Context: an optimization exercise on an open-source flow, tuned for small area, a short achievable clock period and few clock cycles per item. The choices shown serve that exercise and are no tape-out recipe.
At most, simulation tests tie the RTL to the original design; equivalence was not proved.
No functional check of the RTL was part of runs 2 and 3.

<file path="config.mk">
export PLATFORM = sky130hd
export DESIGN_NAME = rs_col_decoder
export DESIGN_NICKNAME = rs_col_decoder
export VERILOG_FILES = /design/flow/design.v
export SDC_FILE = /design/flow/constraint.sdc
export NUM_CORES = 8
export LEC_CHECK = 0
export CAP_MARGIN = 20
export CORE_MARGIN = 2
export CORE_UTILIZATION = 70
export CTS_CLUSTER_DIAMETER = 60
export CTS_CLUSTER_SIZE = 30
export SLEW_MARGIN = 20
</file>
<file path="constraint.sdc">
create_clock -name core_clock -period 12.0 [get_ports {clk}]
set_input_delay 2.4000 -clock core_clock [delete_from_list [all_inputs] [get_ports {clk}]]
set_output_delay 2.4000 -clock core_clock [all_outputs]
set_load 0.01 [all_outputs]
</file>
<file path="design.v">
module rs_gf_mul (
    input  wire [7:0] a,
    input  wire [7:0] b,
    output wire [7:0] p
);
    reg [14:0] t;
    integer i;
    always @* begin
        t = 15'd0;
        for (i = 0; i < 8; i = i + 1)
            if (b[i]) t = t ^ ({7'd0, a} << i);
        for (i = 14; i >= 8; i = i - 1)
            if (t[i]) t = t ^ (15'h011d << (i - 8));
    end
    assign p = t[7:0];
endmodule
module rs_gf_inv (
    input  wire [7:0] a,
    output reg  [7:0] inv
);
    always @* begin
        case (a)
      8'h00: inv = 8'h00;
      8'h01: inv = 8'h01;
      8'h02: inv = 8'h8e;
      8'h03: inv = 8'hf4;
      8'h04: inv = 8'h47;
      8'h05: inv = 8'ha7;
      8'h06: inv = 8'h7a;
      8'h07: inv = 8'hba;
      8'h08: inv = 8'had;
      8'h09: inv = 8'h9d;
      8'h0a: inv = 8'hdd;
      8'h0b: inv = 8'h98;
      8'h0c: inv = 8'h3d;
      8'h0d: inv = 8'haa;
      8'h0e: inv = 8'h5d;
      8'h0f: inv = 8'h96;
      8'h10: inv = 8'hd8;
      8'h11: inv = 8'h72;
      8'h12: inv = 8'hc0;
      8'h13: inv = 8'h58;
      8'h14: inv = 8'he0;
      8'h15: inv = 8'h3e;
      8'h16: inv = 8'h4c;
      8'h17: inv = 8'h66;
      8'h18: inv = 8'h90;
      8'h19: inv = 8'hde;
      8'h1a: inv = 8'h55;
      8'h1b: inv = 8'h80;
      8'h1c: inv = 8'ha0;
      8'h1d: inv = 8'h83;
      8'h1e: inv = 8'h4b;
      8'h1f: inv = 8'h2a;
      8'h20: inv = 8'h6c;
      8'h21: inv = 8'hed;
      8'h22: inv = 8'h39;
      8'h23: inv = 8'h51;
      8'h24: inv = 8'h60;
      8'h25: inv = 8'h56;
      8'h26: inv = 8'h2c;
      8'h27: inv = 8'h8a;
      8'h28: inv = 8'h70;
      8'h29: inv = 8'hd0;
      8'h2a: inv = 8'h1f;
      8'h2b: inv = 8'h4a;
      8'h2c: inv = 8'h26;
      8'h2d: inv = 8'h8b;
      8'h2e: inv = 8'h33;
      8'h2f: inv = 8'h6e;
      8'h30: inv = 8'h48;
      8'h31: inv = 8'h89;
      8'h32: inv = 8'h6f;
      8'h33: inv = 8'h2e;
      8'h34: inv = 8'ha4;
      8'h35: inv = 8'hc3;
      8'h36: inv = 8'h40;
      8'h37: inv = 8'h5e;
      8'h38: inv = 8'h50;
      8'h39: inv = 8'h22;
      8'h3a: inv = 8'hcf;
      8'h3b: inv = 8'ha9;
      8'h3c: inv = 8'hab;
      8'h3d: inv = 8'h0c;
      8'h3e: inv = 8'h15;
      8'h3f: inv = 8'he1;
      8'h40: inv = 8'h36;
      8'h41: inv = 8'h5f;
      8'h42: inv = 8'hf8;
      8'h43: inv = 8'hd5;
      8'h44: inv = 8'h92;
      8'h45: inv = 8'h4e;
      8'h46: inv = 8'ha6;
      8'h47: inv = 8'h04;
      8'h48: inv = 8'h30;
      8'h49: inv = 8'h88;
      8'h4a: inv = 8'h2b;
      8'h4b: inv = 8'h1e;
      8'h4c: inv = 8'h16;
      8'h4d: inv = 8'h67;
      8'h4e: inv = 8'h45;
      8'h4f: inv = 8'h93;
      8'h50: inv = 8'h38;
      8'h51: inv = 8'h23;
      8'h52: inv = 8'h68;
      8'h53: inv = 8'h8c;
      8'h54: inv = 8'h81;
      8'h55: inv = 8'h1a;
      8'h56: inv = 8'h25;
      8'h57: inv = 8'h61;
      8'h58: inv = 8'h13;
      8'h59: inv = 8'hc1;
      8'h5a: inv = 8'hcb;
      8'h5b: inv = 8'h63;
      8'h5c: inv = 8'h97;
      8'h5d: inv = 8'h0e;
      8'h5e: inv = 8'h37;
      8'h5f: inv = 8'h41;
      8'h60: inv = 8'h24;
      8'h61: inv = 8'h57;
      8'h62: inv = 8'hca;
      8'h63: inv = 8'h5b;
      8'h64: inv = 8'hb9;
      8'h65: inv = 8'hc4;
      8'h66: inv = 8'h17;
      8'h67: inv = 8'h4d;
      8'h68: inv = 8'h52;
      8'h69: inv = 8'h8d;
      8'h6a: inv = 8'hef;
      8'h6b: inv = 8'hb3;
      8'h6c: inv = 8'h20;
      8'h6d: inv = 8'hec;
      8'h6e: inv = 8'h2f;
      8'h6f: inv = 8'h32;
      8'h70: inv = 8'h28;
      8'h71: inv = 8'hd1;
      8'h72: inv = 8'h11;
      8'h73: inv = 8'hd9;
      8'h74: inv = 8'he9;
      8'h75: inv = 8'hfb;
      8'h76: inv = 8'hda;
      8'h77: inv = 8'h79;
      8'h78: inv = 8'hdb;
      8'h79: inv = 8'h77;
      8'h7a: inv = 8'h06;
      8'h7b: inv = 8'hbb;
      8'h7c: inv = 8'h84;
      8'h7d: inv = 8'hcd;
      8'h7e: inv = 8'hfe;
      8'h7f: inv = 8'hfc;
      8'h80: inv = 8'h1b;
      8'h81: inv = 8'h54;
      8'h82: inv = 8'ha1;
      8'h83: inv = 8'h1d;
      8'h84: inv = 8'h7c;
      8'h85: inv = 8'hcc;
      8'h86: inv = 8'he4;
      8'h87: inv = 8'hb0;
      8'h88: inv = 8'h49;
      8'h89: inv = 8'h31;
      8'h8a: inv = 8'h27;
      8'h8b: inv = 8'h2d;
      8'h8c: inv = 8'h53;
      8'h8d: inv = 8'h69;
      8'h8e: inv = 8'h02;
      8'h8f: inv = 8'hf5;
      8'h90: inv = 8'h18;
      8'h91: inv = 8'hdf;
      8'h92: inv = 8'h44;
      8'h93: inv = 8'h4f;
      8'h94: inv = 8'h9b;
      8'h95: inv = 8'hbc;
      8'h96: inv = 8'h0f;
      8'h97: inv = 8'h5c;
      8'h98: inv = 8'h0b;
      8'h99: inv = 8'hdc;
      8'h9a: inv = 8'hbd;
      8'h9b: inv = 8'h94;
      8'h9c: inv = 8'hac;
      8'h9d: inv = 8'h09;
      8'h9e: inv = 8'hc7;
      8'h9f: inv = 8'ha2;
      8'ha0: inv = 8'h1c;
      8'ha1: inv = 8'h82;
      8'ha2: inv = 8'h9f;
      8'ha3: inv = 8'hc6;
      8'ha4: inv = 8'h34;
      8'ha5: inv = 8'hc2;
      8'ha6: inv = 8'h46;
      8'ha7: inv = 8'h05;
      8'ha8: inv = 8'hce;
      8'ha9: inv = 8'h3b;
      8'haa: inv = 8'h0d;
      8'hab: inv = 8'h3c;
      8'hac: inv = 8'h9c;
      8'had: inv = 8'h08;
      8'hae: inv = 8'hbe;
      8'haf: inv = 8'hb7;
      8'hb0: inv = 8'h87;
      8'hb1: inv = 8'he5;
      8'hb2: inv = 8'hee;
      8'hb3: inv = 8'h6b;
      8'hb4: inv = 8'heb;
      8'hb5: inv = 8'hf2;
      8'hb6: inv = 8'hbf;
      8'hb7: inv = 8'haf;
      8'hb8: inv = 8'hc5;
      8'hb9: inv = 8'h64;
      8'hba: inv = 8'h07;
      8'hbb: inv = 8'h7b;
      8'hbc: inv = 8'h95;
      8'hbd: inv = 8'h9a;
      8'hbe: inv = 8'hae;
      8'hbf: inv = 8'hb6;
      8'hc0: inv = 8'h12;
      8'hc1: inv = 8'h59;
      8'hc2: inv = 8'ha5;
      8'hc3: inv = 8'h35;
      8'hc4: inv = 8'h65;
      8'hc5: inv = 8'hb8;
      8'hc6: inv = 8'ha3;
      8'hc7: inv = 8'h9e;
      8'hc8: inv = 8'hd2;
      8'hc9: inv = 8'hf7;
      8'hca: inv = 8'h62;
      8'hcb: inv = 8'h5a;
      8'hcc: inv = 8'h85;
      8'hcd: inv = 8'h7d;
      8'hce: inv = 8'ha8;
      8'hcf: inv = 8'h3a;
      8'hd0: inv = 8'h29;
      8'hd1: inv = 8'h71;
      8'hd2: inv = 8'hc8;
      8'hd3: inv = 8'hf6;
      8'hd4: inv = 8'hf9;
      8'hd5: inv = 8'h43;
      8'hd6: inv = 8'hd7;
      8'hd7: inv = 8'hd6;
      8'hd8: inv = 8'h10;
      8'hd9: inv = 8'h73;
      8'hda: inv = 8'h76;
      8'hdb: inv = 8'h78;
      8'hdc: inv = 8'h99;
      8'hdd: inv = 8'h0a;
      8'hde: inv = 8'h19;
      8'hdf: inv = 8'h91;
      8'he0: inv = 8'h14;
      8'he1: inv = 8'h3f;
      8'he2: inv = 8'he6;
      8'he3: inv = 8'hf0;
      8'he4: inv = 8'h86;
      8'he5: inv = 8'hb1;
      8'he6: inv = 8'he2;
      8'he7: inv = 8'hf1;
      8'he8: inv = 8'hfa;
      8'he9: inv = 8'h74;
      8'hea: inv = 8'hf3;
      8'heb: inv = 8'hb4;
      8'hec: inv = 8'h6d;
      8'hed: inv = 8'h21;
      8'hee: inv = 8'hb2;
      8'hef: inv = 8'h6a;
      8'hf0: inv = 8'he3;
      8'hf1: inv = 8'he7;
      8'hf2: inv = 8'hb5;
      8'hf3: inv = 8'hea;
      8'hf4: inv = 8'h03;
      8'hf5: inv = 8'h8f;
      8'hf6: inv = 8'hd3;
      8'hf7: inv = 8'hc9;
      8'hf8: inv = 8'h42;
      8'hf9: inv = 8'hd4;
      8'hfa: inv = 8'he8;
      8'hfb: inv = 8'h75;
      8'hfc: inv = 8'h7f;
      8'hfd: inv = 8'hff;
      8'hfe: inv = 8'h7e;
      8'hff: inv = 8'hfd;
            default: inv = 8'h00;
        endcase
    end
endmodule
module rs_col_decoder (
    input  wire       clk,
    input  wire       rst,
    input  wire       in_valid,
    output wire       in_ready,
    input  wire [7:0] in_data,
    input  wire       in_erase,
    output reg        corr_valid,
    output reg  [7:0] corr_pos,
    output reg  [7:0] corr_val,
    output reg        res_valid,
    output reg        res_fail
);
    localparam integer M  = 7;      
    localparam integer N  = 35;     
    localparam integer D  = 34;     
    localparam [33*8-1:0] POWJ = {8'h9d, 8'hc0, 8'h60, 8'h30, 8'h18, 8'h0c, 8'h06, 8'h03, 8'h8f, 8'hc9, 8'hea, 8'h75, 8'hb4, 8'h5a, 8'h2d, 8'h98, 8'h4c, 8'h26, 8'h13, 8'h87, 8'hcd, 8'he8, 8'h74, 8'h3a, 8'h1d, 8'h80, 8'h40, 8'h20, 8'h10, 8'h08, 8'h04, 8'h02, 8'h01};
    localparam [33*8-1:0] NEGJ = {8'h09, 8'h12, 8'h24, 8'h48, 8'h90, 8'h3d, 8'h7a, 8'hf4, 8'hf5, 8'hf7, 8'hf3, 8'hfb, 8'heb, 8'hcb, 8'h8b, 8'h0b, 8'h16, 8'h2c, 8'h58, 8'hb0, 8'h7d, 8'hfa, 8'he9, 8'hcf, 8'h83, 8'h1b, 8'h36, 8'h6c, 8'hd8, 8'had, 8'h47, 8'h8e, 8'h01};
    localparam [7:0] ALPHA_247 = 8'h83;    
    localparam [7:0] ALPHA_INV = 8'h8e;    
    localparam [63:0] IDENT = 64'h8040201008040201;
    function [7:0] xa1(input [7:0] v);
        xa1 = {v[6:0], 1'b0} ^ (v[7] ? 8'h1d : 8'h00);
    endfunction
    function [63:0] mat(input [7:0] v);
        reg [7:0] t;
        integer q;
        begin
            t = v;
            for (q = 0; q < 8; q = q + 1) begin
                mat[8*q +: 8] = t;
                t = xa1(t);
            end
        end
    endfunction
    function [7:0] mmul(input [63:0] m, input [7:0] x);
        integer q;
        begin
            mmul = 8'd0;
            for (q = 0; q < 8; q = q + 1)
                mmul = mmul ^ (m[8*q +: 8] & {8{x[q]}});
        end
    endfunction
    integer i;
    genvar g;
    reg        rdy;
    reg  [7:0] cnt_a;       
    reg  [7:0] xa;          
    reg  [5:0] ecnt_a;      
    reg        v1;          
    reg  [7:0] d1;
    reg  [7:0] x1;
    reg        first1, last1;
    reg        pk1;         
    assign in_ready = rdy;
    wire       accept = in_valid & rdy;
    wire       lastpos = (cnt_a == 8'd247);
    wire [7:0] xa_next;
    rs_gf_mul u_xa (.a(xa), .b(ALPHA_INV), .p(xa_next));
    reg  [7:0] s1 [0:31];
    reg        s2_idle;
    wire       proc1 = v1 & (~last1 | s2_idle);
    wire       hand  = proc1 & last1;
    wire [7:0] s1_mul [0:31];
    generate
        for (g = 0; g < 32; g = g + 1) begin : g_syn
            rs_gf_mul u_mul (.a(s1[g]), .b(POWJ[8*g +: 8]), .p(s1_mul[g]));
        end
    endgenerate
    reg  [7:0] fq [0:D-1];
    reg  [5:0] occ, occm1;
    wire [7:0] fq_old = fq[occm1];
    wire       push   = proc1 & pk1;
    wire       pop;
    wire [5:0] occ_next = occ + {5'd0, push} - {5'd0, pop};
    localparam [2:0] K_IDLE = 3'd0, K_START = 3'd1, K_START2 = 3'd2, K_BM = 3'd3, K_OM = 3'd4,
                     K_DONE = 3'd5;
    reg  [2:0] kst;
    reg  [4:0] ph;           
    reg  [4:0] it;           
    reg        itl;          
    reg  [5:0] f2;           
    reg  [5:0] f2e;          
    reg  [5:0] L2;
    reg  signed [6:0] k2;
    reg  [63:0] gm, dm;      
    reg  [7:0] dnx;          
    reg  [7:0] xn;           
    reg        ers, chg, ersn, chgn;
    reg        m_bm, m_om, m_dn;
    reg        a_s1, a_d1, a_s0;            
    reg        b_s0, b_t0, b_tm;            
    reg        k_s1, k_d1, k_s0, k_t0;      
    reg        k_ok, tuse;
    reg  [6:0] zln;          
    reg  [4:0] zch;          
    reg  [6:0] la, lb;       
    reg  [4:0] ca, cb;       
    reg  [7:0] capa, capb;   
    reg  [7:0] cs1, cs2;     
    reg  [8*N-1:0] dr, tr, sr;    
    wire   ph0  = ph[0];
    wire   ph4  = ph[4];
    wire   zhit = |(zch & ph);
    wire [7:0] dn_l [0:M-1];
    wire [7:0] dnew [0:M-1];
    wire [7:0] tnew [0:M-1];
    wire [7:0] snew [0:M-1];
    generate
        for (g = 0; g < M; g = g + 1) begin : g_lane
            wire [7:0] rd0 = dr[8*g +: 8];
            wire [7:0] rd1 = dr[8*(g+1) +: 8];
            wire [7:0] rt0 = tr[8*g +: 8];
            wire [7:0] rs0 = sr[8*g +: 8];
            wire [7:0] rs1 = sr[8*(g+1) +: 8];
            wire [7:0] tm1, tm2;
            if (g == 0) begin : g_c0
                assign tm1 = cs1;
                assign tm2 = cs2;
            end else if (g == 1) begin : g_c1
                assign tm1 = sr[8*(g-1) +: 8];
                assign tm2 = cs1;
            end else begin : g_cn
                assign tm1 = sr[8*(g-1) +: 8];
                assign tm2 = sr[8*(g-2) +: 8];
            end
            wire       m31 = (g == 3) ? ph4 : 1'b0;
            wire [7:0] opa = ({8{a_s1}} & rs1) | ({8{a_d1}} & rd1) | ({8{a_s0}} & rs0);
            wire [7:0] opb = ({8{b_s0 & ~m31}} & rs0) | ({8{b_t0}} & rt0) | ({8{b_tm}} & tm1);
            wire [7:0] dn  = mmul(gm, opa) ^ mmul(dm, opb);
            assign dn_l[g] = dn;
            wire       z   = zhit & zln[g];
            wire [7:0] tkp = ({8{k_s1}} & rs1) | ({8{k_d1}} & rd1) |
                             ({8{k_s0 & ~m31}} & rs0) | ({8{k_t0}} & rt0);
            assign tnew[g] = ({8{~z | k_ok}} & tkp) ^ ({8{tuse & (~z | k_ok)}} & dn);
            if (g == 5) begin : g_pad
                assign dnew[g] = m_bm ? (ph4 ? 8'd0 : dn) : rd0;
            end else begin : g_npad
                assign dnew[g] = m_bm ? dn : rd0;
            end
            assign snew[g] = m_om ? tm2 : rs0;
        end
    endgenerate
    wire [7:0] ha, hb;
    reg  [7:0] ha_r, hb_r;
    always @* begin
        ha_r = 8'd0;
        hb_r = 8'd0;
        for (i = 0; i < M; i = i + 1) begin
            ha_r = ha_r | ({8{la[i]}} & dr[8*i +: 8]);
            hb_r = hb_r | ({8{lb[i]}} & dr[8*i +: 8]);
        end
    end
    assign ha = ha_r;
    assign hb = hb_r;
    assign pop = ((kst == K_START) && (f2e != 6'd0)) ||
                 (m_bm && ph4 && !itl && ersn);
    wire kge_n = ers ? 1'b1 : (chg ? 1'b0 : (k2 >= -7'sd1));
    reg  [7:0] lc [0:32];
    reg  [7:0] wc [0:31];
    reg        act3, pl3;
    reg  [7:0] pos3;       
    reg  [5:0] cnt3;
    reg        over3, bad3;
    wire       s3_ready = ~act3 | pl3;
    wire       load3    = m_dn && ph0 && s3_ready;
    wire [7:0] lc_step [0:32];
    wire [7:0] wc_step [0:31];
    generate
        for (g = 0; g < 33; g = g + 1) begin : g_chl
            rs_gf_mul u_ms (.a(lc[g]), .b(NEGJ[8*g +: 8]), .p(lc_step[g]));
        end
        for (g = 0; g < 32; g = g + 1) begin : g_cho
            rs_gf_mul u_ms (.a(wc[g]), .b(NEGJ[8*g +: 8]), .p(wc_step[g]));
        end
    endgenerate
    reg [7:0] lam_sum, lam_odd, om_sum;
    always @* begin
        lam_sum = 8'd0;
        lam_odd = 8'd0;
        om_sum  = 8'd0;
        for (i = 0; i < 33; i = i + 1) begin
            lam_sum = lam_sum ^ lc[i];
            if (i % 2 == 1) lam_odd = lam_odd ^ lc[i];
        end
        for (i = 0; i < 32; i = i + 1) om_sum = om_sum ^ wc[i];
    end
    wire root  = act3 && (lam_sum == 8'd0);
    wire fin3  = act3 && pl3;
    wire fail3 = bad3 | over3 | (root ? (cnt3 != 6'd1) : (cnt3 != 6'd0));
    reg        p1v, p2v;
    reg  [7:0] p1odd, p1om, p2inv, p2om;
    reg        ld1, ld2, ld3;  
    reg        r1v, r1f, r2v, r2f;
    wire [7:0] odd_inv;
    wire [7:0] err_val;
    rs_gf_inv u_inv (.a(p1odd), .inv(odd_inv));
    rs_gf_mul u_forney (.a(p2om), .b(p2inv), .p(err_val));
    always @(posedge clk) begin
        dr <= {dnew[6], dnew[5], dnew[4], dnew[3], dnew[2], dnew[1], dnew[0], dr[8*N-1:8*M]};
        tr <= {tnew[6], tnew[5], tnew[4], tnew[3], tnew[2], tnew[1], tnew[0], tr[8*N-1:8*M]};
        if (kst == K_START2) begin
            for (i = 0; i < N; i = i + 1)
                sr[8*i +: 8] <= (i < 32) ? s1[i] : ((i == 32) ? 8'h01 : 8'h00);
        end else begin
            sr <= {snew[6], snew[5], snew[4], snew[3], snew[2], snew[1], snew[0], sr[8*N-1:8*M]};
        end
        cs1 <= ph4 ? 8'd0 : sr[8*(M-1) +: 8];
        cs2 <= ph4 ? 8'd0 : sr[8*(M-2) +: 8];
        if (proc1) begin
            for (i = 0; i < 32; i = i + 1)
                s1[i] <= (first1 ? 8'd0 : s1_mul[i]) ^ d1;
        end
        if (push) begin
            fq[0] <= x1;
            for (i = 1; i < D; i = i + 1) fq[i] <= fq[i-1];
        end
        if (accept) begin
            d1     <= in_data;
            x1     <= xa;
            first1 <= (cnt_a == 8'd0);
            last1  <= lastpos;
            pk1    <= in_erase && ((cnt_a == 8'd0) || (ecnt_a < 6'd32));
        end
        if (hand) begin
            f2  <= ecnt_a;
            f2e <= (ecnt_a > 6'd32) ? 6'd32 : ecnt_a;
        end
        if (kst == K_START) xn <= fq_old;
        if (m_bm && ph[3] && ersn) xn <= fq_old;    
        if (m_bm && ph0) dnx <= dn_l[0];
        if (m_bm && ph[1]) chgn <= (dnx != 8'd0) && kge_n;
        if (m_bm && ph0) ersn <= ({1'b0, it} + 6'd1 < f2e);
        if (m_bm && ph0) begin
            capa <= dn_l[0];
            capb <= dn_l[1];
        end else if (m_om) begin
            if (|(ca & ph)) capa <= ha;
            if (|(cb & ph)) capb <= hb;
        end
        case (kst)
        K_START2: begin
            gm   <= IDENT;
            dm   <= mat((f2e != 6'd0) ? xn : s1[0]);
            k2   <= 7'sd0;
            L2   <= f2e;
            ers  <= (f2e != 6'd0);
            chg  <= (f2e == 6'd0) && (s1[0] != 8'd0);
            ersn <= (f2e > 6'd1);
            zln  <= 7'b0000100;          
            zch  <= 5'b10000;
        end
        K_BM: if (ph4) begin
            if (!ers) begin
                if (chg) begin
                    k2 <= -k2 - 7'sd1;
                    L2 <= {1'b0, it} + 6'd1 + f2e - L2;
                end else begin
                    k2 <= k2 + 7'sd1;
                end
            end
            ers <= ersn;
            chg <= chgn;
            if (itl) begin
                gm <= mat(capa);
                dm <= mat(capb);
                la <= 7'b0000100;        
                ca <= 5'b00001;
                lb <= 7'b0001000;        
                cb <= 5'b00001;
            end else begin
                if (!ers && chg) gm <= dm;
                dm <= mat(ersn ? xn : dnx);
            end
            if (zln[0]) begin
                zln <= 7'b1000000;
                zch <= {1'b0, zch[4:1]};
            end else begin
                zln <= {1'b0, zln[6:1]};
            end
        end
        K_OM: if (ph4) begin
            gm <= mat(ca[4] ? ha : capa);
            dm <= mat(cb[4] ? hb : capb);
            la <= {la[4:0], la[6:5]};
            if (la[5] || la[6]) ca <= {ca[3:0], 1'b0};
            lb <= {lb[4:0], lb[6:5]};
            if (lb[5] || lb[6]) cb <= {cb[3:0], 1'b0};
        end
        default: ;
        endcase
        if (load3) begin
            for (i = 0; i < 33; i = i + 1) lc[i] <= dr[8*i +: 8];
            for (i = 0; i < 32; i = i + 1) wc[i] <= tr[8*i +: 8];
            cnt3  <= L2;
            over3 <= 1'b0;
            bad3  <= (f2 > 6'd32) || ({L2, 1'b0} > {1'b0, f2} + 7'd32);
        end else begin
            for (i = 0; i < 33; i = i + 1) lc[i] <= lc_step[i];
            for (i = 0; i < 32; i = i + 1) wc[i] <= wc_step[i];
            if (root) begin
                cnt3 <= cnt3 - 6'd1;
                if (cnt3 == 6'd0) over3 <= 1'b1;
            end
        end
        p1odd <= lam_odd;
        p1om  <= om_sum;
        p2inv <= odd_inv;
        p2om  <= p1om;
        corr_pos <= ld3 ? 8'd247 : corr_pos - 8'd1;
        ld1 <= load3;
        ld2 <= ld1;
        ld3 <= ld2;
        corr_val <= err_val;
        r1f <= fail3;
        r2f <= r1f;
        res_fail <= r2f;
        if (rst) begin
            rdy     <= 1'b1;
            cnt_a   <= 8'd0;
            xa      <= ALPHA_247;
            ecnt_a  <= 6'd0;
            v1      <= 1'b0;
            occ     <= 6'd0;
            occm1   <= 6'd63;
            kst     <= K_IDLE;
            s2_idle <= 1'b1;
            m_bm    <= 1'b0;
            m_om    <= 1'b0;
            m_dn    <= 1'b0;
            ph      <= 5'b00001;
            it      <= 5'd0;
            act3    <= 1'b0;
            p1v     <= 1'b0;
            p2v     <= 1'b0;
            r1v     <= 1'b0;
            r2v     <= 1'b0;
            corr_valid <= 1'b0;
            res_valid  <= 1'b0;
        end else begin
            if (accept) begin
                cnt_a  <= lastpos ? 8'd0 : cnt_a + 8'd1;
                xa     <= lastpos ? ALPHA_247 : xa_next;
                ecnt_a <= (cnt_a == 8'd0) ? {5'd0, in_erase} :
                          (in_erase && ecnt_a != 6'd33) ? ecnt_a + 6'd1 : ecnt_a;
            end
            if (accept) v1 <= 1'b1;
            else if (proc1) v1 <= 1'b0;
            rdy <= ~((accept && lastpos) || (v1 && last1 && !proc1)) &&
                   (occ_next <= D - 2);
            occ   <= occ_next;
            occm1 <= occ_next - 6'd1;
            ph <= {ph[3:0], ph[4]};
            case (kst)
            K_IDLE: if (hand) begin
                kst     <= K_START;
                s2_idle <= 1'b0;
            end
            K_START: kst <= K_START2;
            K_START2: begin
                kst  <= K_BM;
                m_bm <= 1'b1;
                ph   <= 5'b00001;
                it   <= 5'd0;
                itl  <= 1'b0;
                a_s1 <= 1'b1; a_d1 <= 1'b0; a_s0 <= 1'b0;
                b_s0 <= 1'b1; b_t0 <= 1'b0; b_tm <= 1'b0;
                k_s1 <= (f2e == 6'd0) && (s1[0] != 8'd0);
                k_d1 <= 1'b0;
                k_s0 <= (f2e == 6'd0) && (s1[0] == 8'd0);
                k_t0 <= 1'b0;
                k_ok <= 1'b0;
                tuse <= (f2e != 6'd0);
            end
            K_BM: if (ph4) begin
                it  <= it + 5'd1;
                itl <= (it == 5'd30);
                if (itl) begin
                    kst  <= K_OM;
                    m_bm <= 1'b0;
                    m_om <= 1'b1;
                    it   <= 5'd0;
                    a_s1 <= 1'b0; a_d1 <= 1'b0; a_s0 <= 1'b1;
                    b_s0 <= 1'b0; b_t0 <= 1'b0; b_tm <= 1'b1;
                    k_s1 <= 1'b0; k_d1 <= 1'b0; k_s0 <= 1'b0; k_t0 <= 1'b0;
                    k_ok <= 1'b1;
                    tuse <= 1'b1;
                end else begin
                    a_s1 <= 1'b0; a_d1 <= 1'b1; a_s0 <= 1'b0;
                    b_s0 <= 1'b0; b_t0 <= 1'b1; b_tm <= 1'b0;
                    k_s1 <= 1'b0;
                    k_d1 <= !ersn && chgn;
                    k_s0 <= 1'b0;
                    k_t0 <= !ersn && !chgn;
                    k_ok <= 1'b0;
                    tuse <= ersn;
                end
            end
            K_OM: if (ph4) begin
                it  <= it + 5'd1;
                itl <= (it == 5'd14);
                k_t0 <= 1'b1;
                if (itl) begin
                    kst  <= K_DONE;
                    m_om <= 1'b0;
                    m_dn <= 1'b1;
                    a_s0 <= 1'b0;
                    b_tm <= 1'b0;
                    tuse <= 1'b0;
                end
            end
            K_DONE: if (load3) begin
                kst     <= K_IDLE;
                s2_idle <= 1'b1;
                m_dn    <= 1'b0;
            end
            default: kst <= K_IDLE;
            endcase
            if (load3) begin
                act3 <= 1'b1;
                pos3 <= 8'd0;
                pl3  <= 1'b0;
            end else if (act3) begin
                pos3 <= pos3 + 8'd1;
                pl3  <= (pos3 == 8'd246);
                if (pl3) act3 <= 1'b0;
            end
            p1v <= root;
            p2v <= p1v && (p1om != 8'd0) && (p1odd != 8'd0);
            corr_valid <= p2v;
            r1v <= fin3;
            r2v <= r1v;
            res_valid <= r2v;
        end
    end
endmodule
</file>
<file path="flow/run.sh">
#!/bin/bash
# Standard layout; port buffers taken as buf_4, and timing repair aimed at
# a setup slack of 8.75 ns (the design runs well below the 12 ns clock).
export BUFFER_PORTS_ARGS="-buffer_cell sky130_fd_sc_hd__buf_4"
export SETUP_SLACK_MARGIN=8.75
bash standard.sh > standard.log 2>&1
</file>
<file path="standard.sh">
#!/bin/bash
# synth_recipe.tcl (not shown) runs the flow's synth.tcl, then flattens the netlist and writes it again
# the make line also repeats each setting of config.mk as NAME=value (left out here)
make -C /OpenROAD-flow-scripts/flow DESIGN_CONFIG=/design/flow/config.mk WORK_HOME=/design/flow/orfs CLKGATE_MAP_FILE= SYNTH_SCRIPT=/design/flow/synth_recipe.tcl "${@:-finish}"
</file>
==> impl_results.md, run 1 <==
* Yosys reg bits at 2219
* Max_slew headroom at 0.120
* Top Ports at 32
* Setup slack, reg-to-reg at 8560 ps
* WHS Path Cells at 0
* Crit path max-delay family: flip-flops
* H-Tree Depth at 4
* Die Span X at 403 um
* Gpl congestion at 1.07
* Yosys cell types at 77
* Maxcap violations at 0
* Setup violations, final at 0
* Drt pass-1 iters at 14
* Share of cells above drive strength 1 at 0.0644
* CTS sink cnt at 2219
* Vias per cell at 6.67
* Element type at the critical path start: flop
* Worst reg2reg startpoint: sr[20]$_DFF_P_
* Area grow syn2layout at 6.87%
* Initial Util at 0.704
* Syn Nets at 11600
* CP max stage cell: dfxtp_2
* CTS Root Cell: clkbuf_16
* Largest net degree at the start of global routing at 263
* Nets at 11200
* Crit path capture type: output pin
* Critical Path Start: rdy$_SDFF_PP1_
* Commonest non-fill, non-tap cell in the layout: xnor2_1
* Levels on crit path at 1
* WL/cell at 29.7 um
* Hold path startpoint: r1f$_DFF_P_
* I/O Buffers at 31
* Hold Buf Count CTS at 0
* Final period utilization at 0.311
* GRT Util Overall at 0.476
* Predominant post-synthesis flop cell: dfxtp_1
* Fin. Hold Viols at 0
* Mapped Area at 0.111 mm^2
* Worst skew pair latency at 860 ps
* Critical-path cell list: buf_6
* Worst r2r path cells at 8
* Die H at 403 um
* Via count at 89700
* Crit-path max cell delay at 370 ps
* Post-route setup TNS at 0 ps
* Die Area at 0.162 mm^2
* Setup CP Type: flop to output pin
* Worst min path class: flop to flop
* Final worst path period need at 3730 ps
* Worst Path Required at 9600 ps
* Core Footprint at 0.158 mm^2
* Row count at 146
* Met1 Usage GRT at 0.588
* Number of enable flip-flop cells after synthesis at 788
* Slew Limit Fails at 0
* Total gr overflow at 0
* Status: no timing/DRC/antenna violations
* Max Fclk at 268 MHz
* Crit Path Max Fanout at 2
* Clk slew on worst S/H paths at 100 ps
* Cells after Synth at 11500
* First-pass GRT wire length at 568000 um
* Post-route ant nets at 0
* Post-DP HPWL at 269000 um
* Post-synthesis average cell area at 9.65 um^2
* Ys async rst share at 0
* Iteration-0 DRC Markers at 15000
* Cts bufs inserted at 130
* Worst slew pin tran at 1310 ps
* Worst Setup EP: in_ready
* Initial antenna violation count at 60
* Met2 usage at 0.699
* Synth Warn # at 11
* Reg2reg end: tr[255]$_DFF_P_
* Commonest non-fill, non-tap cells in the layout: xnor2_1, nand2_1, dfxtp_1, o21ai_0, xor2_1
* Crit path DAT at 1330 ps
* Setup Skew at 59.0 ps
* Met3 usage at 0.164
* CP bufs+invs at 1
* Longest Clk Path Bufs at 3
* Vias in the first global route at 84400
* Post-synthesis sequential area ratio at 0.470
* Unrepaired setup endpoints after global routing: true
* CTS tree: done
* DRC violations left at 0
* Routed WL at 399000 um
* Most used routing layer: met2
-- kinds of logic (layout without fill, tap and decap cells) --
| kind of cell | count (synthesis) | in the layout | synth area share |
|---|---|---|---|
| other | 0 | 83 | 0 |
| xor gates and xnor gates | 3159 | 3159 | 0.252 |
| adders and majority gates | 57 | 57 | 0.00681 |
| AOI/OAI and AO/OA | 2099 | 2099 | 0.113 |
| and+or+nand+nor | 3027 | 3030 | 0.116 |
| buffers and inverters | 842 | 586 | 0.0290 |
| muxes | 137 | 137 | 0.0131 |
| DFF | 2219 | 2219 | 0.470 |
-- worst min path at each step --
stage / end / slack [ps]
6_report: r2f$_DFF_P_ / 330
5_1_grt: tr[203]$_DFF_P_ / 330
4_1_cts: tr[203]$_DFF_P_ / 330
3_5_place_dp: dr[213]$_DFF_P_ / 310
3_3_place_gp: res_fail$_DFF_P_ / 310
2_1_floorplan: dr[208]$_DFF_P_ / 310
-- area by class of cell --
cell class	count	area [um^2]
Multi-Input combinational cell	8482	56300
Sequential cell	2219	52400
Fill cell	10300	39200
Clock buffer	141	3380
Tap cell	2072	2590
Timing Repair Buffer	252	2270
Clock inverter	98	1410
Inverter	93	404
Antenna cell	83	208
Timing Repair inverter	2	15.0
-- flip-flops by register name, indices dropped and copies added (netlist names), 29 cells and up --
signal / cells
dr: 280
sr: 280
fq: 272
wc: 256
lc: 264
s1: 256
tr: 280
dm: 29
gm: 29
-- timing repair --
item / 4_1_cts / 5_1_grt
gates resized for setup: 124 / 92
pin swaps: 8 / 10
setup buffers: 22 / 22
setup endpoints to repair: 873 / 484
gates cloned: 6 / 4
-- synthesized netlist by cell type, types with 93 or more instances --
cell      instances  area (um^2)
xnor2_1        2117        18500
nand2_1        1560         5860
dfxtp_1        1431        28600
o21ai_0        1024         5120
xor2_1         1016         8900
nor2_1          812         3050
edfxtp_1        788        23700
clkbuf_1        662         2480
a21oi_1         389         1950
a22oi_1         172         1290
a22o_1          117         1020
nor3_1          106          531
mux2i_1         100         1000
nor2b_1         100          626
and2_1           99          619
nand2b_1         93          582
-- metrics by stage --
stage | util | hold slack (ps) | instances | setup WS, ps | instance area (um^2)
finish | 0.752 | 332 | 13400 | 8270 | 119000
global route | 0.751 | 332 | 13400 | 8240 | 119000
CTS | 0.747 | 332 | 13300 | 8270 | 118000
detailed placement | 0.713 | 312 | 13100 | 7470 | 113000
global placement | 0.713 | 312 | 13100 | 7520 | 113000
floorplan | - | 310 | 11500 | 5790 | 111000
-- metal layers --
layer	wire, um	part of all wire
met2	170000	0.43
met5	142	0.00036
met3	55200	0.14
met1	140000	0.35
met4	34100	0.086
Testbench counts, summed over its fixed seeds: cycles 203,173, columns 800.
==> inputs of run 2 (changes only) <==
--- a/design.v
+++ b/design.v
@@ -300,7 +300,6 @@
     localparam [33*8-1:0] NEGJ = {8'h09, 8'h12, 8'h24, 8'h48, 8'h90, 8'h3d, 8'h7a, 8'hf4, 8'hf5, 8'hf7, 8'hf3, 8'hfb, 8'heb, 8'hcb, 8'h8b, 8'h0b, 8'h16, 8'h2c, 8'h58, 8'hb0, 8'h7d, 8'hfa, 8'he9, 8'hcf, 8'h83, 8'h1b, 8'h36, 8'h6c, 8'hd8, 8'had, 8'h47, 8'h8e, 8'h01};
     localparam [7:0] ALPHA_247 = 8'h83;    
     localparam [7:0] ALPHA_INV = 8'h8e;    
-    localparam [63:0] IDENT = 64'h8040201008040201;
     function [7:0] xa1(input [7:0] v);
         xa1 = {v[6:0], 1'b0} ^ (v[7] ? 8'h1d : 8'h00);
     endfunction
@@ -355,8 +354,8 @@
     wire       push   = proc1 & pk1;
     wire       pop;
     wire [5:0] occ_next = occ + {5'd0, push} - {5'd0, pop};
-    localparam [2:0] K_IDLE = 3'd0, K_START = 3'd1, K_START2 = 3'd2, K_BM = 3'd3, K_OM = 3'd4,
-                     K_DONE = 3'd5;
+    localparam [2:0] K_IDLE = 3'd0, K_START = 3'd1, K_START2 = 3'd2, K_LOAD = 3'd3, K_BM = 3'd4,
+                     K_OM = 3'd5, K_DONE = 3'd6;
     reg  [2:0] kst;
     reg  [4:0] ph;           
     reg  [4:0] it;           
@@ -366,13 +365,14 @@
     reg  [5:0] L2;
     reg  signed [6:0] k2;
     reg  [63:0] gm, dm;      
+    reg  [7:0]  dv;          
+    reg  [7:0]  gsrc, dsrc;  
+    reg         gld, dld;    
     reg  [7:0] dnx;          
     reg  [7:0] xn;           
     reg        ers, chg, ersn, chgn;
-    reg        m_bm, m_om, m_dn;
-    reg        a_s1, a_d1, a_s0;            
-    reg        b_s0, b_t0, b_tm;            
-    reg        k_s1, k_d1, k_s0, k_t0;      
+    reg        m_ld, m_bm, m_om, m_dn;
+    reg        k_d1, k_s0, k_t0;            
     reg        k_ok, tuse;
     reg  [6:0] zln;          
     reg  [4:0] zch;          
@@ -407,18 +407,17 @@
                 assign tm2 = sr[8*(g-2) +: 8];
             end
             wire       m31 = (g == 3) ? ph4 : 1'b0;
-            wire [7:0] opa = ({8{a_s1}} & rs1) | ({8{a_d1}} & rd1) | ({8{a_s0}} & rs0);
-            wire [7:0] opb = ({8{b_s0 & ~m31}} & rs0) | ({8{b_t0}} & rt0) | ({8{b_tm}} & tm1);
+            wire [7:0] opa = m_om ? rs0 : rd1;
+            wire [7:0] opb = m_om ? tm1 : rt0;
             wire [7:0] dn  = mmul(gm, opa) ^ mmul(dm, opb);
             assign dn_l[g] = dn;
             wire       z   = zhit & zln[g];
-            wire [7:0] tkp = ({8{k_s1}} & rs1) | ({8{k_d1}} & rd1) |
-                             ({8{k_s0 & ~m31}} & rs0) | ({8{k_t0}} & rt0);
+            wire [7:0] tkp = ({8{k_d1}} & rd1) | ({8{k_s0 & ~m31}} & rs0) | ({8{k_t0}} & rt0);
             assign tnew[g] = ({8{~z | k_ok}} & tkp) ^ ({8{tuse & (~z | k_ok)}} & dn);
             if (g == 5) begin : g_pad
-                assign dnew[g] = m_bm ? (ph4 ? 8'd0 : dn) : rd0;
+                assign dnew[g] = m_bm ? (ph4 ? 8'd0 : dn) : (m_ld ? rs0 : rd0);
             end else begin : g_npad
-                assign dnew[g] = m_bm ? dn : rd0;
+                assign dnew[g] = m_bm ? dn : (m_ld ? rs0 : rd0);
             end
             assign snew[g] = m_om ? tm2 : rs0;
         end
@@ -435,6 +434,33 @@
     end
     assign ha = ha_r;
     assign hb = hb_r;
+    always @* begin
+        gld  = 1'b0;
+        dld  = 1'b0;
+        gsrc = capa;
+        dsrc = capb;
+        case (kst)
+        K_START2: begin
+            gld  = 1'b1;
+            dld  = 1'b1;
+            gsrc = 8'h01;
+            dsrc = (f2e != 6'd0) ? xn : s1[0];
+        end
+        K_BM: if (ph4) begin
+            gld  = itl || (!ers && chg);
+            dld  = 1'b1;
+            gsrc = itl ? capa : dv;
+            dsrc = itl ? capb : (ersn ? xn : dnx);
+        end
+        K_OM: if (ph4) begin
+            gld  = 1'b1;
+            dld  = 1'b1;
+            gsrc = ca[4] ? ha : capa;
+            dsrc = cb[4] ? hb : capb;
+        end
+        default: ;
+        endcase
+    end
     assign pop = ((kst == K_START) && (f2e != 6'd0)) ||
                  (m_bm && ph4 && !itl && ersn);
     wire kge_n = ers ? 1'b1 : (chg ? 1'b0 : (k2 >= -7'sd1));
@@ -508,6 +534,11 @@
             f2  <= ecnt_a;
             f2e <= (ecnt_a > 6'd32) ? 6'd32 : ecnt_a;
         end
+        if (gld) gm <= mat(gsrc);
+        if (dld) begin
+            dm <= mat(dsrc);
+            dv <= dsrc;
+        end
         if (kst == K_START) xn <= fq_old;
         if (m_bm && ph[3] && ersn) xn <= fq_old;    
         if (m_bm && ph0) dnx <= dn_l[0];
@@ -522,8 +553,6 @@
         end
         case (kst)
         K_START2: begin
-            gm   <= IDENT;
-            dm   <= mat((f2e != 6'd0) ? xn : s1[0]);
             k2   <= 7'sd0;
             L2   <= f2e;
             ers  <= (f2e != 6'd0);
@@ -544,15 +573,10 @@
             ers <= ersn;
             chg <= chgn;
             if (itl) begin
-                gm <= mat(capa);
-                dm <= mat(capb);
                 la <= 7'b0000100;        
                 ca <= 5'b00001;
                 lb <= 7'b0001000;        
                 cb <= 5'b00001;
-            end else begin
-                if (!ers && chg) gm <= dm;
-                dm <= mat(ersn ? xn : dnx);
             end
             if (zln[0]) begin
                 zln <= 7'b1000000;
@@ -562,8 +586,6 @@
             end
         end
         K_OM: if (ph4) begin
-            gm <= mat(ca[4] ? ha : capa);
-            dm <= mat(cb[4] ? hb : capb);
             la <= {la[4:0], la[6:5]};
             if (la[5] || la[6]) ca <= {ca[3:0], 1'b0};
             lb <= {lb[4:0], lb[6:5]};
@@ -607,6 +629,7 @@
             occm1   <= 6'd63;
             kst     <= K_IDLE;
             s2_idle <= 1'b1;
+            m_ld    <= 1'b0;
             m_bm    <= 1'b0;
             m_om    <= 1'b0;
             m_dn    <= 1'b0;
@@ -640,19 +663,26 @@
             end
             K_START: kst <= K_START2;
             K_START2: begin
-                kst  <= K_BM;
-                m_bm <= 1'b1;
+                kst  <= K_LOAD;
+                m_ld <= 1'b1;
                 ph   <= 5'b00001;
                 it   <= 5'd0;
                 itl  <= 1'b0;
-                a_s1 <= 1'b1; a_d1 <= 1'b0; a_s0 <= 1'b0;
-                b_s0 <= 1'b1; b_t0 <= 1'b0; b_tm <= 1'b0;
-                k_s1 <= (f2e == 6'd0) && (s1[0] != 8'd0);
                 k_d1 <= 1'b0;
-                k_s0 <= (f2e == 6'd0) && (s1[0] == 8'd0);
+                k_s0 <= 1'b1;
                 k_t0 <= 1'b0;
+                k_ok <= 1'b1;
+                tuse <= 1'b0;
+            end
+            K_LOAD: if (ph4) begin
+                kst  <= K_BM;
+                m_ld <= 1'b0;
+                m_bm <= 1'b1;
+                k_d1 <= !ers && chg;
+                k_s0 <= 1'b0;
+                k_t0 <= !ers && !chg;
                 k_ok <= 1'b0;
-                tuse <= (f2e != 6'd0);
+                tuse <= ers;
             end
             K_BM: if (ph4) begin
                 it  <= it + 5'd1;
@@ -662,19 +692,12 @@
                     m_bm <= 1'b0;
                     m_om <= 1'b1;
                     it   <= 5'd0;
-                    a_s1 <= 1'b0; a_d1 <= 1'b0; a_s0 <= 1'b1;
-                    b_s0 <= 1'b0; b_t0 <= 1'b0; b_tm <= 1'b1;
-                    k_s1 <= 1'b0; k_d1 <= 1'b0; k_s0 <= 1'b0; k_t0 <= 1'b0;
+                    k_d1 <= 1'b0; k_t0 <= 1'b0;
                     k_ok <= 1'b1;
                     tuse <= 1'b1;
                 end else begin
-                    a_s1 <= 1'b0; a_d1 <= 1'b1; a_s0 <= 1'b0;
-                    b_s0 <= 1'b0; b_t0 <= 1'b1; b_tm <= 1'b0;
-                    k_s1 <= 1'b0;
                     k_d1 <= !ersn && chgn;
-                    k_s0 <= 1'b0;
                     k_t0 <= !ersn && !chgn;
-                    k_ok <= 1'b0;
                     tuse <= ersn;
                 end
             end
@@ -686,8 +709,6 @@
                     kst  <= K_DONE;
                     m_om <= 1'b0;
                     m_dn <= 1'b1;
-                    a_s0 <= 1'b0;
-                    b_tm <= 1'b0;
                     tuse <= 1'b0;
                 end
             end
==> impl_results.md, run 2 <==
* Status: no timing/DRC/antenna violations
* CTS tree: done
* Mapped Area at 0.107 mm^2 (-3.5%)
* H-Tree Depth at 4 (unchanged)
* Final period utilization at 0.309 (-0.00124)
* Most frequent cell after synthesis: nand2_1
* Worst skew pair latency at 850 ps (about the same)
* Synth top cells by count: nand2_1, xnor2_1, dfxtp_1
* CP max stage cell: dfxtp_4
* Cell taking the most area after synthesis: dfxtp_1
* Unrepaired setup endpoints after global routing: true
* CTS Root Cell: clkbuf_16
* Largest net degree at the start of global routing at 205 (-22%)
* Post-DP HPWL at 235000 um (-13%)
* Routed WL at 349000 um (-13%)
* Worst slew pin tran at 1290 ps (-24.2 ps)
* WHS at 328 ps (-4.54 ps)
* Critical-path cell list: buf_6
* Commonest non-fill, non-tap cells in the layout: nand2_1, xnor2_1, dfxtp_1, xor2_1, edfxtp_1
* Max_slew headroom at 0.137 (+0.0162)
* DRC violations left at 0 (unchanged)
* WL/cell at 27.0 um (-9.1%)
* Vias per cell at 6.32 (-5.3%)
* Slew Limit Fails at 0 (unchanged)
* Worst r2r path cells at 8 (unchanged)
* Share of cells above drive strength 1 at 0.0671 (+0.00269)
* Setup violations, final at 0 (unchanged)
* Met2 routed WL at 149000 um (-13%)
* Post-route ant nets at 0 (unchanged)
* Highest metal used: met5
* Crit path capture type: output pin
* Vias in the first global route at 78300 (-7.3%)
* Cells after Synth at 11000 (-4.7%)
* Area grow syn2layout at 7.22%
* Ranking of synthesized cells by area: dfxtp_1, edfxtp_1, xnor2_1
* Row count at 143 (-2.1%)
* Ys async rst share at 0 (unchanged)
* Setup Skew at 54.1 ps (-4.90 ps)
* Worst Path Required at 9600 ps (about the same)
* Hold path startpoint: dr[263]$_DFF_P_
* Iteration-0 DRC Markers at 12400 (-18%)
* Place WS at 7750 ps (+283 ps)
* Die Span X at 396 um (-1.7%)
* Crit path DAT at 1310 ps (-20 ps)
* CTS sink cnt at 2216 (-0.14%)
* Top-area cell type share of the netlist area at 0.267 (+0.00947)
* Top Ports at 32 (unchanged)
* Crit-path max cell delay at 370 ps (about the same)
* Maxcap violations at 0 (unchanged)
* Setup CP Type: flop to output pin
* Drt pass-1 iters at 17 (+3)
* First-pass GRT wire length at 507000 um (-11%)
* Reg2reg end: tr[234]$_DFF_P_
* Predominant post-synthesis flop cell: dfxtp_1
* GRT Util Overall at 0.434 (-0.0414)
* Routed wl met3 at 44900 um (-19%)
* Worst min path class: flop to flop
* Die Area at 0.157 mm^2 (-3.4%)
* Largest regs: dr (280), sr (280), tr (280)
* Crit path max-delay family: flip-flops
* Post-synthesis average cell area at 9.77 um^2 (+1.3%)
* Max Fclk at 269 MHz (+0.40%)
* Number of enable flip-flop cells after synthesis at 784 (-0.51%)
* Core Footprint at 0.152 mm^2 (-3.9%)
* Die H at 396 um (-1.7%)
* Setup slack, reg-to-reg at 8500 ps (-60 ps)
* Via count at 81600 (-9.0%)
* Total gr overflow at 0 (unchanged)
* Gpl congestion at 1.06 (-1.3%)
* Hold-critical path endpoint: dr[207]$_DFF_P_
* Final worst path period need at 3710 ps (-14.9 ps)
* WHS Path Cells at 0 (unchanged)
* Crit Path Max Fanout at 2 (unchanged)
* Final WS setup at 8290 ps (+14.9 ps)
* Syn Nets at 11100 (-4.7%)
* Fin. Hold Viols at 0 (unchanged)
* Commonest non-fill, non-tap cell in the layout: nand2_1
* Initial Util at 0.706 (+0.00279)
* Longest Clk Path Bufs at 3 (unchanged)
* I/O Buffers at 31 (unchanged)
* Initial antenna violation count at 44 (-27%)
* Inst Count DP at 12600 (-3.5%)
* Element type at the critical path start: flop
* CP bufs+invs at 1 (unchanged)
* Wire length on met1 at 127000 um (-8.8%)
* Clk slew on worst S/H paths at 100 ps (about the same)
* Post-route setup TNS at 0 ps (unchanged)
* Worst reg2reg startpoint: tr[8]$_DFF_P_
* Cts bufs inserted at 130 (unchanged)
* Nets at 10800 (-3.8%)
* Yosys reg bits at 2216 (-0.14%)
* # fillers at 10400 (+1.3%)
* Non-Filler Instances at 12900 (-3.9%)
* Yosys cell types at 82 (+6.5%)
* Synth Warn # at 11 (unchanged)
* Levels on crit path at 1 (unchanged)
* Post-synthesis sequential area ratio at 0.486 (+0.0160)
run 2: changes by cell type after synthesis, sizes merged, moves of 43 or more:
cell / before / now
nand2: 1560 / 2268
o21ai: 1041 / 367
clkbuf: 663 / 496
a22o: 117 / 11
mux2: 33 / 129
and2: 113 / 31
xor2: 1016 / 946
nor2: 812 / 748
nand3: 54 / 100
nor3: 113 / 68
a221oi: 58 / 15
run 2: worst max path at each step:
stage                            from               endpoint  slack, ps
6_report               rdy$_SDFF_PP1_               in_ready       8290
5_1_grt        corr_pos[2]$_SDFF_PP1_            corr_pos[2]       8260
4_1_cts                rdy$_SDFF_PP1_               in_ready       8250
3_5_place_dp                 in_valid  cnt_a[7]$_SDFFE_PP0P_       7750
3_3_place_gp                 in_valid  cnt_a[7]$_SDFFE_PP0P_       7740
2_1_floorplan    s2_idle$_SDFFE_PP1P_     fq[0][0]$_DFFE_PP_       5790
run 2: final cells by class:
type | count | area (um^2) | area share
tap | 2030 | 2540 | 0.0221
clock buffer | 137 | 3360 | 0.0292
antenna | 22 | 55.1 | 0.000478
timing repair buffer | 204 | 1890 | 0.0164
clock inverter | 103 | 1560 | 0.0135
inverter | 95 | 388 | 0.00337
sequential | 2216 | 52300 | 0.454
multi-input combinational | 8108 | 53100 | 0.461
timing repair inverter | 2 | 16.3 | 0.000141
run 2: metal layers:
layer / GRT usage / vias to the layer above
li1: - / 35600
met1: 0.548 / 39000
met2: 0.640 / 5488
met3: 0.141 / 1448
met4: 0.282 / 36
met5: 0.0145 / -
run 2: cells by family (layout without fill, tap and decap cells):
family	Yosys count	in the layout	share of synthesized area
xor gates and xnor gates	3065	3065	0.252
DFF	2216	2216	0.486
buffers and inverters	681	541	0.0246
other	0	22	0
adders and majority gates	57	57	0.00706
AOI/OAI and AO/OA	1251	1251	0.0738
and+or+nand+nor	3482	3488	0.131
muxes	247	247	0.0257
run 2: per-stage QoR:
stage          area, um^2  utilization
4_1_cts            115000        0.754
6_report           115000        0.757
2_1_floorplan      108000            -
3_5_place_dp       109000        0.718
5_1_grt            115000        0.757
3_3_place_gp       109000        0.717
run 2: timing repair:
item / CTS / global route
setup endpoints to repair: 710 / 552
endpoints found under the hold margin: 0 / 0
cloned: 7 / 4
buffers inserted: 20 / 16
hold buffers: 0 / 0
pin swaps: 3 / 8
resized for setup: 90 / 64
==> inputs of run 3 (changes only) <==
--- a/config.mk
+++ b/config.mk
@@ -8,6 +8,6 @@
 export CAP_MARGIN = 20
 export CORE_MARGIN = 2
 export CORE_UTILIZATION = 70
-export CTS_CLUSTER_DIAMETER = 60
-export CTS_CLUSTER_SIZE = 30
+export CTS_CLUSTER_DIAMETER = 50
+export CTS_CLUSTER_SIZE = 40
 export SLEW_MARGIN = 20
==> impl_results.md, run 3 <==
* Commonest non-fill, non-tap cell in the layout: nand2_1
* Yosys reg bits at 2216 (unchanged)
* Crit Path Max Fanout at 2 (unchanged)
* Largest regs: dr (280), sr (280), tr (280)
* Nets at 10900 (+0.37%)
* Share of cells above drive strength 1 at 0.0734 (+0.00632)
* Met2 routed WL at 149000 um (+0.11%)
* Area grow syn2layout at 8.58%
* Mapped Area at 0.107 mm^2 (unchanged)
* Gpl congestion at 1.06 (unchanged)
* Largest net degree at the start of global routing at 205 (unchanged)
* Routed WL at 352000 um (+0.93%)
* Status: finished with violations
* Final worst path period need at 3750 ps (+38.1 ps)
* Maxcap violations at 1 (+1)
* Unrepaired setup endpoints after global routing: true
* First-pass GRT wire length at 513000 um (+1.1%)
* Yosys cell types at 82 (unchanged)
* Total gr overflow at 0 (unchanged)
* WL/cell at 27.1 um (+0.26%)
* Initial Util at 0.706 (unchanged)
* Worst min path class: flop to flop
* Crit-path max cell delay at 370 ps (about the same)
* CTS sink cnt at 2216 (unchanged)
* Initial antenna violation count at 45 (+2.3%)
* # fillers at 10100 (-3.0%)
* Crit path max-delay family: flip-flops
* Ys async rst share at 0 (unchanged)
* Crit path capture type: output pin
* Iteration-0 DRC Markers at 12500 (+0.99%)
* Top-area cell type share of the netlist area at 0.267 (unchanged)
* CP max stage cell: dfxtp_4
* Fin. Hold Viols at 0 (unchanged)
* Setup violations, final at 0 (unchanged)
* Die Area at 0.157 mm^2 (unchanged)
* Highest metal used: met5
* Post-synthesis sequential area ratio at 0.486 (unchanged)
* Max Fclk at 267 MHz (-1.0%)
* Synth Warn # at 11 (unchanged)
* Longest Clk Path Bufs at 3 (unchanged)
* Worst skew pair latency at 870 ps (+20 ps)
* Ranking of synthesized cells by area: dfxtp_1, edfxtp_1, xnor2_1
* Cell taking the most area after synthesis: dfxtp_1
* Synth top cells by count: nand2_1, xnor2_1, dfxtp_1
* Vias per cell at 6.31 (-0.14%)
* Cells after Synth at 11000 (unchanged)
* Post-route setup TNS at 0 ps (unchanged)
* Drt pass-1 iters at 13 (-4)
* Setup Skew at 60.1 ps (+5.99 ps)
* Top Ports at 32 (unchanged)
* GRT Util Overall at 0.440 (+0.00533)
* I/O Buffers at 31 (unchanged)
* Clk slew on worst S/H paths at 110 ps (about the same)
* Post-synthesis average cell area at 9.77 um^2 (unchanged)
* Worst Path Required at 9600 ps (about the same)
* Row count at 143 (unchanged)
* Number of enable flip-flop cells after synthesis at 784 (unchanged)
* Element type at the critical path start: flop
* DRC violations left at 0 (unchanged)
* Vias in the first global route at 79200 (+1.2%)
* Core Footprint at 0.152 mm^2 (unchanged)
* Die Span X at 396 um (unchanged)
* Reasons for failing layout checks: max-capacitance violations
* Post-route ant nets at 0 (unchanged)
* CP bufs+invs at 1 (unchanged)
* Crit path DAT at 1350 ps (+40 ps)
* Final period utilization at 0.313 (+0.00317)
* Syn Nets at 11100 (unchanged)
* CTS tree: done
* CTS Root Cell: clkbuf_16
* Design area at 0.117 mm^2 (+1.3%)
* Critical-path cell list: buf_6
* Post-DP HPWL at 235000 um (unchanged)
* Die H at 396 um (unchanged)
* Predominant post-synthesis flop cell: dfxtp_1
* Commonest non-fill, non-tap cells in the layout: nand2_1, xnor2_1, dfxtp_1, xor2_1, edfxtp_1
* Cts bufs inserted at 161 (+24%)
* Most frequent cell after synthesis: nand2_1
* Slew Limit Fails at 0 (unchanged)
* Routed wl met3 at 47200 um (+5.1%)
* Max_slew headroom at 0.00437 (-0.132)
* WHS at 323 ps (-4.65 ps)
* Via count at 82000 (+0.53%)
* Worst slew pin tran at 1480 ps (+188 ps)
* Layout Utilization at 0.767 (+0.00961)
* Setup CP Type: flop to output pin
* Hold Buf Count CTS at 0 (unchanged)
* Wire length on met1 at 126000 um (-1.2%)
* H-Tree Depth at 4 (unchanged)
* DP Area at 0.109 mm^2 (unchanged)
run 3: cell counts after synthesis:
No cell type changed its count.
run 3: logic make-up after synthesis:
family	after synthesis	synth area share
fa+ha+maj	57	0.00706
buf+inv	681	0.0246
simple gates	3482	0.131
flops	2216	0.486
mux	247	0.0257
xor+xnor	3065	0.252
compound gates	1251	0.0738
run 3: routing by layer:
metal,vias up,global-route usage
met5,-,0.0175
met4,36,0.290
met3,1681,0.149
met2,5654,0.647
met1,38900,0.549
li1,35800,-
run 3: layout make-up:
| type | instances | area (um^2) | share of cell area |
|---|---|---|---|
| multi-input cells | 8109 | 53100 | 0.455 |
| flip-flops and latches | 2216 | 52300 | 0.448 |
| clock buffers | 175 | 4230 | 0.0362 |
| well taps | 2030 | 2540 | 0.0218 |
| repair buffers | 212 | 1990 | 0.0170 |
| clock inverters | 128 | 1980 | 0.0170 |
| inverters | 95 | 388 | 0.00333 |
| diodes | 37 | 92.6 | 0.000794 |
| repair inverters | 2 | 16.3 | 0.000139 |
run 3: timing repair:
item,4_1_cts,5_1_grt
pin swaps,3,7
setup buffers,23,19
gates resized for setup,97,62
cloned,9,3
setup endpoints to repair,709,438
run 3: path summary, 6_finish.rpt:
check	start	end	slack, ps	depth (start not counted)
max reg2reg	tr[15]$_DFF_P_	tr[232]$_DFF_P_	8580	8
min reg2reg	tr[267]$_DFF_P_	tr[211]$_DFF_P_	320	0
max	rdy$_SDFF_PP1_	in_ready	8250	1
min	tr[267]$_DFF_P_	tr[211]$_DFF_P_	320	0
run 3: through the flow:
step | worst slack (ps) | instances
detailed placement | 7750 | 12600
global placement | 7740 | 12600
floorplan | 5790 | 11000
global route | 8220 | 13000
finish | 8250 | 13000
CTS | 8220 | 12900
run 3: worst register-to-register path: stages, from the launching register on:
cell	delay [ps]
dfxtp_1	790
mux2_2	470
nand2_1	110
xnor2_1	240
xnor2_1	170
xnor2_1	120
xnor2_1	580
nor3_1	140
nor3_2	640

-- static timing again, ports no longer ideal --
The results above use ideal ports. As a check the final layouts listed here were re-extracted and re-timed, cells and wires unchanged. Step 1 (the two cells are an assumption about what drives the block):
set clk [get_ports {clk}]
set_driving_cell -lib_cell sky130_fd_sc_hd__clkbuf_16 $clk
set_driving_cell -lib_cell sky130_fd_sc_hd__buf_2 [delete_from_list [all_inputs] $clk]
Step 2 adds t to the input delays and takes it off the output delays; t is the mean of the earliest and latest rising clock arrival at the registers after step 1. Input paths then give back, and output paths get back, about the clock's delay inside the block. Slacks: ideal ports / drivers / drivers and shift; pairs: ideal ports / drivers.
run	t, ns	setup WS [ns]	worst setup path after step 2	worst data-port slew with drivers (ns)	cell pins on the clock port's net
run 1	0.929	8.273 / 8.177 / 7.952	input to register	0.04	1
run 2	0.915	8.288 / 8.197 / 7.892	input to register	0.10	1
run 3	0.945	8.250 / 8.161 / 7.914	input to register	0.09	1
For run 2, which loses most, drivers alone change the setup slack by -0.091 ns; drivers and shift together by -0.396 ns.
